This design comes from an exercise in tuning for small area and a short achievable clock period on the open sky130 flow, not from production work.
In this exercise RTL edits were held to simulation tests only and were not proved equivalent to the original.

**flow/run.sh**
```bash
#!/bin/bash
# synth_recipe.tcl (not shown) runs the flow's synth.tcl, then flattens the netlist and writes it again
# the make line also repeats each setting of config.mk as NAME=value (left out here)
make -C /OpenROAD-flow-scripts/flow DESIGN_CONFIG=/design/flow/config.mk WORK_HOME=/design/flow/orfs CLKGATE_MAP_FILE= SYNTH_SCRIPT=/design/flow/synth_recipe.tcl finish
```
**flow/config.mk**
```make
export PLATFORM = sky130hd
export DESIGN_NAME = sx16_mc_ecc
export DESIGN_NICKNAME = sx16_mc_ecc
export VERILOG_FILES = /design/flow/design.v
export SDC_FILE = /design/flow/constraint.sdc
export NUM_CORES = 4
export LEC_CHECK = 0
export CAP_MARGIN = 20
export CORE_MARGIN = 2
export CORE_UTILIZATION = 40
export PLACE_DENSITY = 0.6
export SLEW_MARGIN = 20
```
**flow/constraint.sdc**
```tcl
create_clock -name core_clock -period 26.0 [get_ports {clk}]
set_input_delay 5.2000 -clock core_clock [delete_from_list [all_inputs] [get_ports {clk}]]
set_output_delay 5.2000 -clock core_clock [all_outputs]
set_load 0.01 [all_outputs]
```
**flow/design.v**
```verilog
module sx16_mc_ecc (
    input  wire        clk,
    input  wire        rst,           
    input  wire        ctl_rst,       
    input  wire        acc_valid,
    input  wire [1:0]  acc_op,        
    input  wire [1:0]  acc_sc,        
    input  wire [39:0] acc_addr,      
    input  wire [79:0] acc_word,      
    input  wire [63:0] acc_wdata,     
    input  wire [7:0]  acc_wmask,     
    input  wire        reg_we,
    input  wire        reg_re,
    input  wire [3:0]  reg_addr,
    input  wire [31:0] reg_wdata,
    output reg         res_valid,
    output reg  [79:0] res_word,
    output reg  [1:0]  res_status,    
    output reg  [3:0]  res_pos,       
    output reg  [2:0]  res_dev,       
    output reg         res_poison_wr,
    output reg         ev_erase,
    output reg  [1:0]  ev_erase_cause,
    output reg  [1:0]  ev_erase_sc,
    output reg  [2:0]  ev_erase_dev,
    output reg  [31:0] reg_rdata
);
    localparam OP_READ  = 2'd0;
    localparam OP_WRITE = 2'd1;
    localparam OP_MERGE = 2'd2;
    localparam ST_CLEAN  = 2'd0;
    localparam ST_CORR   = 2'd1;
    localparam ST_UNCORR = 2'd2;
    localparam ST_POISON = 2'd3;
    localparam RA_CFG     = 4'd0;
    localparam RA_ERASE   = 4'd1;
    localparam RA_CNT     = 4'd2;
    localparam RA_DEV0    = 4'd3;
    localparam RA_LAST_LO = 4'd7;
    localparam RA_LAST_HI = 4'd8;
    function [7:0] gf_mul;
        input [7:0] a;
        input [7:0] b;
        reg   [7:0] p;
        reg   [7:0] aa;
        integer k;
        begin
            p  = 8'h00;
            aa = a;
            for (k = 0; k < 8; k = k + 1) begin
                if (b[k])
                    p = p ^ aa;
                aa = {aa[6:0], 1'b0} ^ (aa[7] ? 8'h1D : 8'h00);
            end
            gf_mul = p;
        end
    endfunction
    function [7:0] gf_inv;
        input [7:0] a;
        reg   [7:0] sq;
        reg   [7:0] r;
        integer k;
        begin
            sq = a;
            r  = 8'h01;
            for (k = 1; k < 8; k = k + 1) begin
                sq = gf_mul(sq, sq);
                r  = gf_mul(r, sq);
            end
            gf_inv = r;
        end
    endfunction
    function [7:0] alpha_pow;
        input [3:0] e;
        begin
            case (e)
                4'd0: alpha_pow = 8'h01;
                4'd1: alpha_pow = 8'h02;
                4'd2: alpha_pow = 8'h04;
                4'd3: alpha_pow = 8'h08;
                4'd4: alpha_pow = 8'h10;
                4'd5: alpha_pow = 8'h20;
                4'd6: alpha_pow = 8'h40;
                4'd7: alpha_pow = 8'h80;
                4'd8: alpha_pow = 8'h1D;
                4'd9: alpha_pow = 8'h3A;
                default: alpha_pow = 8'h00;
            endcase
        end
    endfunction
    reg  [11:0] erase_q;           
    reg  [7:0]  auto_n;
    reg         auto_en;
    reg  [15:0] corr_cnt;
    reg  [15:0] uncorr_cnt;
    reg  [29:0] dev_cnt [0:3];     
    reg  [39:0] last_addr;
    reg         last_poison;
    reg  [31:0] last_hi_latch;
    wire any_rst = rst | ctl_rst;
    wire acc     = acc_valid & ~any_rst;
    wire rd      = reg_re & ~any_rst;
    wire wr      = reg_we & ~any_rst;
    reg  [7:0]  c     [0:9];
    reg  [7:0]  fixed [0:9];
    reg  [7:0]  s0, s1;
    reg  [7:0]  q;
    reg  [2:0]  er_dev;
    reg         erased;
    reg  [3:0]  pa, pb;
    reg  [7:0]  s0p, s1p, xa, yb, den;
    reg  [1:0]  dec_status;
    reg  [3:0]  dec_pos;
    reg  [2:0]  dec_dev;
    integer i;
    always @* begin
        for (i = 0; i < 10; i = i + 1)
            c[i] = acc_word[8*i +: 8];
        s0 = 8'h00;
        s1 = 8'h00;
        for (i = 0; i < 10; i = i + 1) begin
            s0 = s0 ^ c[i];
            s1 = s1 ^ gf_mul(alpha_pow(9 - i), c[i]);
        end
        for (i = 0; i < 10; i = i + 1)
            fixed[i] = c[i];
        er_dev = erase_q[3*acc_sc +: 3];
        erased = (er_dev <= 3'd4);
        pa     = (er_dev == 3'd4) ? 4'd8 : {1'b0, er_dev};
        pb     = (er_dev == 3'd4) ? 4'd9 : {1'b0, er_dev} + 4'd4;
        q    = 8'h00;
        s0p  = 8'h00;
        s1p  = 8'h00;
        den  = 8'h00;
        xa   = 8'h00;
        yb   = 8'h00;
        dec_status = ST_UNCORR;
        dec_pos    = 4'd15;
        dec_dev    = 3'd7;
        if (s0 == 8'h00 && s1 == 8'hEE) begin
            dec_status = ST_POISON;
        end else if (s0 == 8'h00 && s1 == 8'h00) begin
            dec_status = ST_CLEAN;
        end else if (erased) begin
            s0p = s0 ^ c[pa] ^ c[pb];
            s1p = s1 ^ gf_mul(alpha_pow(9 - pa), c[pa]) ^ gf_mul(alpha_pow(9 - pb), c[pb]);
            den = alpha_pow(9 - pa) ^ alpha_pow(9 - pb);
            xa  = gf_mul(s1p ^ gf_mul(alpha_pow(9 - pb), s0p), gf_inv(den));
            yb  = s0p ^ xa;
            fixed[pa] = xa;
            fixed[pb] = yb;
            if (xa != c[pa] || yb != c[pb]) begin
                dec_status = ST_CORR;
                dec_pos    = (xa != c[pa]) ? pa : pb;
                dec_dev    = er_dev;
            end else begin
                dec_status = ST_CLEAN;
            end
        end else if (s0 != 8'h00) begin
            q = gf_mul(s1, gf_inv(s0));
            for (i = 0; i < 10; i = i + 1) begin
                if (q == alpha_pow(9 - i)) begin
                    fixed[i]   = c[i] ^ s0;
                    dec_status = ST_CORR;
                    dec_pos    = i;
                    dec_dev    = (i < 8) ? (i % 4) : 3'd4;
                end
            end
        end
    end
    reg  [7:0]  d [0:7];
    reg  [7:0]  d0, d1, c8, c9;
    reg         poison_wr;
    reg  [79:0] out_word;
    always @* begin
        for (i = 0; i < 8; i = i + 1) begin
            if (acc_op == OP_WRITE)
                d[i] = acc_wdata[8*i +: 8];
            else if (acc_op == OP_MERGE && acc_wmask[i])
                d[i] = acc_wdata[8*i +: 8];
            else
                d[i] = fixed[i];
        end
        d0 = 8'h00;
        d1 = 8'h00;
        for (i = 0; i < 8; i = i + 1) begin
            d0 = d0 ^ d[i];
            d1 = d1 ^ gf_mul(alpha_pow(9 - i), d[i]);
        end
        c8 = gf_mul(d0 ^ d1, gf_inv(8'h03));
        c9 = d0 ^ c8;
        poison_wr = (acc_op == OP_MERGE) &&
                    (dec_status == ST_UNCORR || dec_status == ST_POISON);
        if (poison_wr) begin
            c8 = c8 ^ 8'h5A;
            c9 = c9 ^ 8'h5A;
        end
        if (acc_op == OP_WRITE || acc_op == OP_MERGE) begin
            for (i = 0; i < 8; i = i + 1)
                out_word[8*i +: 8] = d[i];
            out_word[71:64] = c8;
            out_word[79:72] = c9;
        end else begin
            for (i = 0; i < 10; i = i + 1)
                out_word[8*i +: 8] = fixed[i];
        end
    end
    wire        is_decode  = acc && (acc_op != OP_WRITE);
    wire        count_corr = is_decode && (dec_status == ST_CORR);
    wire        count_unc  = acc && (acc_op != OP_WRITE) && (acc_op != OP_MERGE) &&
                             (dec_status == ST_UNCORR || dec_status == ST_POISON);
    wire [5:0]  old_dcnt   = dev_cnt[acc_sc][6*dec_dev +: 6];
    wire        dcnt_inc   = count_corr && (old_dcnt != 6'd63);
    wire        reach      = dcnt_inc && ({2'b00, old_dcnt} + 8'd1 == auto_n);
    wire        auto_hit   = reach && auto_en;
    wire        sc_erased  = (erase_q[3*acc_sc +: 3] <= 3'd4);
    wire        clr        = wr && (reg_addr == RA_CFG) && reg_wdata[1];
    reg  [11:0] erase_nx;
    always @* begin
        erase_nx = erase_q;
        if (wr && reg_addr == RA_ERASE)
            erase_nx = reg_wdata[11:0];
        if (auto_hit && !sc_erased)
            erase_nx[3*acc_sc +: 3] = dec_dev;
    end
    reg [31:0] rd_val;
    always @* begin
        case (reg_addr)
            RA_CFG:     rd_val = {16'h0000, auto_n, 7'b0000000, auto_en};
            RA_ERASE:   rd_val = {20'h00000, erase_q};
            RA_CNT:     rd_val = {uncorr_cnt, corr_cnt};
            4'd3:       rd_val = {2'b00, dev_cnt[0]};
            4'd4:       rd_val = {2'b00, dev_cnt[1]};
            4'd5:       rd_val = {2'b00, dev_cnt[2]};
            4'd6:       rd_val = {2'b00, dev_cnt[3]};
            RA_LAST_LO: rd_val = last_addr[31:0];
            RA_LAST_HI: rd_val = last_hi_latch;
            default:    rd_val = 32'h0000_0000;
        endcase
    end
    integer k;
    always @(posedge clk) begin
        if (rst)
            erase_q <= 12'hFFF;
        else if (!ctl_rst)
            erase_q <= erase_nx;
        if (any_rst) begin
            auto_n        <= 8'h10;
            auto_en       <= 1'b1;
            corr_cnt      <= 16'h0000;
            uncorr_cnt    <= 16'h0000;
            for (k = 0; k < 4; k = k + 1)
                dev_cnt[k] <= 30'h0;
            last_addr     <= 40'h0;
            last_poison   <= 1'b0;
            last_hi_latch <= 32'h0;
            res_valid      <= 1'b0;
            res_word       <= 80'h0;
            res_status     <= 2'd0;
            res_pos        <= 4'd0;
            res_dev        <= 3'd0;
            res_poison_wr  <= 1'b0;
            ev_erase       <= 1'b0;
            ev_erase_cause <= 2'd0;
            ev_erase_sc    <= 2'd0;
            ev_erase_dev   <= 3'd0;
            reg_rdata      <= 32'h0;
        end else begin
            if (wr && reg_addr == RA_CFG) begin
                auto_n  <= (reg_wdata[15:8] == 8'h00) ? 8'h01 : reg_wdata[15:8];
                auto_en <= reg_wdata[0];
            end
            if (clr) begin
                corr_cnt   <= 16'h0000;
                uncorr_cnt <= 16'h0000;
                for (k = 0; k < 4; k = k + 1)
                    dev_cnt[k] <= 30'h0;
            end else begin
                if (count_corr && corr_cnt != 16'hFFFF)
                    corr_cnt <= corr_cnt + 16'h0001;
                if (count_unc && uncorr_cnt != 16'hFFFF)
                    uncorr_cnt <= uncorr_cnt + 16'h0001;
                if (dcnt_inc)
                    dev_cnt[acc_sc][6*dec_dev +: 6] <= old_dcnt + 6'd1;
            end
            if (count_unc) begin
                last_addr   <= acc_addr;
                last_poison <= (dec_status == ST_POISON);
            end
            reg_rdata <= rd ? rd_val : 32'h0;
            if (rd && reg_addr == RA_LAST_LO)
                last_hi_latch <= {last_poison, 23'h000000, last_addr[39:32]};
            res_valid     <= acc;
            res_word      <= acc ? out_word : 80'h0;
            res_status    <= (acc && acc_op != OP_WRITE) ? dec_status : ST_CLEAN;
            res_pos       <= (acc && acc_op != OP_WRITE) ? dec_pos : 4'd15;
            res_dev       <= (acc && acc_op != OP_WRITE) ? dec_dev : 3'd7;
            res_poison_wr <= acc && poison_wr;
            ev_erase       <= auto_hit;
            ev_erase_cause <= auto_hit ? (sc_erased ? 2'd2 : 2'd0) : 2'd0;
            ev_erase_sc    <= auto_hit ? acc_sc : 2'd0;
            ev_erase_dev   <= auto_hit ? dec_dev : 3'd0;
        end
    end
endmodule
```
==> results.toml <==
[finish]
seq_area_um2 = 8270
design_area_um2 = 64900
finalNetCount = 7825
utilization = 0.472
area_growth_pct = 17.5
instances_no_fill = 9370
n_fill_cell = 13479
multi_input_area_um2 = 45200
drive_gt1_frac = 0.126

[clock_network]
numCtsBuffers = 36
cts_root_buffer = "clkbuf_16"
cts_max_level = 2
clockBufferDepth = 3
cts.sinks = 353
cts.clk_slew.worst_paths_ns = 0.06
insertion_delay_ns = 0.58
cts_tree = "yes"

[critical_path]
crit_top_cell = "xnor2_1"
slowest_stage = "clkdlybuf4s50_1"
required_ns = 26.45
r2r.worst_path.cells = 67
worstSetupEndpointType = "register"
worstSetupPathType = "in2reg"
r2r_slack_ns = 5.61
path_max_fanout = 19
startpoint_type = "primary input"
cp_data_arrival_time_ns = 25.62
crit_buf_inv = 9
critical_path.top_delay_family = "XOR/XNOR gates"
worst_path_largest_cell_delay_ns = 0.71
r2r_end = "res_word[65]"
r2r-start = "erase_q[11]"

[floorplanning]
core-area_um2 = 137000
die_h_um = 376
chipWidth_um = 376
num_rows = 136
io-pin-count = 369
initial_core_util = 0.402
die_area_um2 = 141000

[placement]
hpwl_um = 182000
portBuffers = 351
place_area_um2 = 62800
gp_congestion = 1.01
dp_cells = 9270

[worst_hold_path]
hold_class = "reg2reg"
hold_path_startpoint = "last_addr[38]"
worstHoldEndpoint = "last_hi_latch[6]"
min_delay_path_depth = 2

[yosys]
synth_ff_type = "dfxtp_1"
synth_warnings = 4
syn_nets = 7444
synth_edf_count = 120
synthArstFlopShare = 0
syn-cell-area_um2 = 55200
synth_top_area_cell = "xnor2_1"
ys_types = 125
synth_seq_area_share = 0.150
netlist_instances = 7166
avgSynthCellArea_um2 = 7.70
yosys-top-cells-area = "xnor2_1 (16%), dfxtp_1 (8.4%), xnor3_1 (8.2%), nor2_1 (7.1%), edfxtp_1 (6.5%)"
synth_top_cell_area_share = 0.165
synth_seq_cells = 353

[sta]
finClkSkew_ns = 0.0261
setup_viol = 0
fin_hold_ws_ns = 0.442
tightest_slew_ns = 1.25
clock.fmax_mhz = 39.7
slew_violations = 0
fin_crit_ns = 25.17
hold_viol = 0
grt_setup_unrepaired = "false"
slew_headroom = 0.165
post-route-period-util = 0.968

[job]
drv_cap = 0

[routing]
post-route-drc-count = 0
vias = 57222
dr.pass1.iters = 9
drtAntennaViolNets = 0
post_drt_wl_per_cell_um = 25.9
drt-total-wl_um = 242000
vias_per_cell = 6.11
drtIter0Drc = 7620

[global_routing]
grt_pass1_wl_um = 355000
grtUsageTotal = 0.329
overflow = 0
grt_pass1_vias = 52999
grt_max_degree = 80
antenna_found_initial = 16

[run_status]
status = "timing/DRC/antenna clean"
## area by class of cell
type                    instances  share of cell area
well taps                    1794              0.0346
diodes                          2           0.0000772
repair inverters                1           0.0000772
clock buffers                  46              0.0158
flip-flops and latches        353               0.127
multi-input cells            6182               0.697
inverters                     101             0.00596
repair buffers                872               0.116
clock inverters                19             0.00372
## sequential cells by signal, summed over array words and instances, names as in the netlist, 2 cells and up
signal and cells:
dev_cnt 120, res_word 80, last_addr 40, reg_rdata 32
corr_cnt 16, uncorr_cnt 16, erase_q 12, last_hi_latch 9
auto_n 8, res_pos 4, ev_erase_dev 3, res_dev 3
ev_erase_sc 2, res_status 2
## logic make-up after synthesis
family / synth area share
compound gates: 0.186
xor+xnor: 0.339
fa+ha+maj: 0.00956
buf+inv: 0.0461
flops: 0.150
mux: 0.0534
other cells: 0.0000679
simple gates: 0.217
## Yosys cell counts (38+ instances only)
cell / count
a211oi_1: 50
a21oi_1: 400
a221oi_1: 38
a22oi_1: 106
a31oi_1: 90
and2_1: 57
and3_1: 50
buf_1: 59
buf_2: 82
clkbuf_1: 374
dfxtp_1: 233
edfxtp_1: 120
ha_1: 39
inv_1: 81
mux2i_1: 174
nand2_1: 820
nand2b_1: 67
nand3_1: 183
nor2_1: 1038
nor2b_1: 51
nor3_1: 182
o211ai_1: 41
o21a_1: 43
o21ai_0: 310
o21ai_1: 39
o22ai_1: 74
o31ai_1: 46
xnor2_1: 1038
xnor3_1: 202
xor2_1: 285
## layer usage
metal,GRT usage,vias up,wire length (um)
li1,-,25850,-
met1,0.451,27532,101000
met2,0.506,3202,105000
met3,0.0568,616,23600
met4,0.144,22,12800
met5,0,-,147
## tightest hold or removal path: stages, from the launching register on
cell	delay (ns)
dfxtp_1	0.31
nand2_1	0.05
nand2_1	0.04
## cells in the final DEF, fill, tap and decap left out, drive strengths merged, types with 120 or more instances in the layout
| master | Yosys | layout |
|---|---|---|
| xnor2 | 1085 | 1085 |
| nor2 | 1043 | 1043 |
| nand2 | 822 | 822 |
| buf | 154 | 523 |
| a21oi | 406 | 406 |
| o21ai | 349 | 349 |
| clkdlybuf4s50 | 0 | 344 |
| xor2 | 309 | 309 |
| dfxtp | 233 | 233 |
| xnor3 | 228 | 228 |
| nor3 | 185 | 185 |
| nand3 | 183 | 183 |
| mux2i | 175 | 175 |
| edfxtp | 120 | 120 |
## timing repair
action,CTS,global route
resized for setup,5,89
setup endpoints to repair,12,333
buffers inserted,0,32
endpoints found under the hold margin,0,0
pin swaps,0,19
hold buffers,0,0
gates cloned,0,1
## how the worst max path moves through the flow
stage	startpoint	end	cells after the start
2_1_floorplan	acc_sc[0]	dev_cnt[0][28]	89
3_3_place_gp	acc_sc[0]	dev_cnt[0][28]	68
3_5_place_dp	acc_sc[0]	dev_cnt[2][28]	65
4_1_cts	acc_word[10]	res_word[65]	73
5_1_grt	acc_word[10]	res_word[76]	70
6_report	acc_word[3]	res_word[76]	71
## through the flow
step | TNS, ns | setup WS [ns]
after floorplan | 0 | 0.0607
after global placement | -35.84 | -0.553
final | 0 | 0.829
after global routing | 0 | 0.0148
after detailed placement | -73.73 | -0.770
after CTS | 0 | 0.195

## port drivers added, routing unchanged
The flow's constraints put no driver on any port. The routed layout listed below was extracted and timed again, unchanged, in two steps. Step 1, drivers: a clkbuf_16 drives clk and a buf_2 each remaining input, both assumed. Step 2 moves the port delays by t, midway between the first and last clock arrival at a register: inputs arrive t later, outputs are due t later. That takes back most of the time a late clock gives input paths. a / b / c = ideal ports / drivers / drivers and shift; a / b = the first two.
t (ns): 0.627
setup slack, ns: 0.829 / 0.857 / 0.230
hold WS [ns]: 0.442 / 0.442 / 0.442
worst register clock-pin slew, ns: 0.07 / 0.07
pins driven straight from the clock port: 1
After both steps setup and hold are still met in this run. The setup slack of this run moves by +0.028 ns with the drivers and by -0.599 ns with both steps.
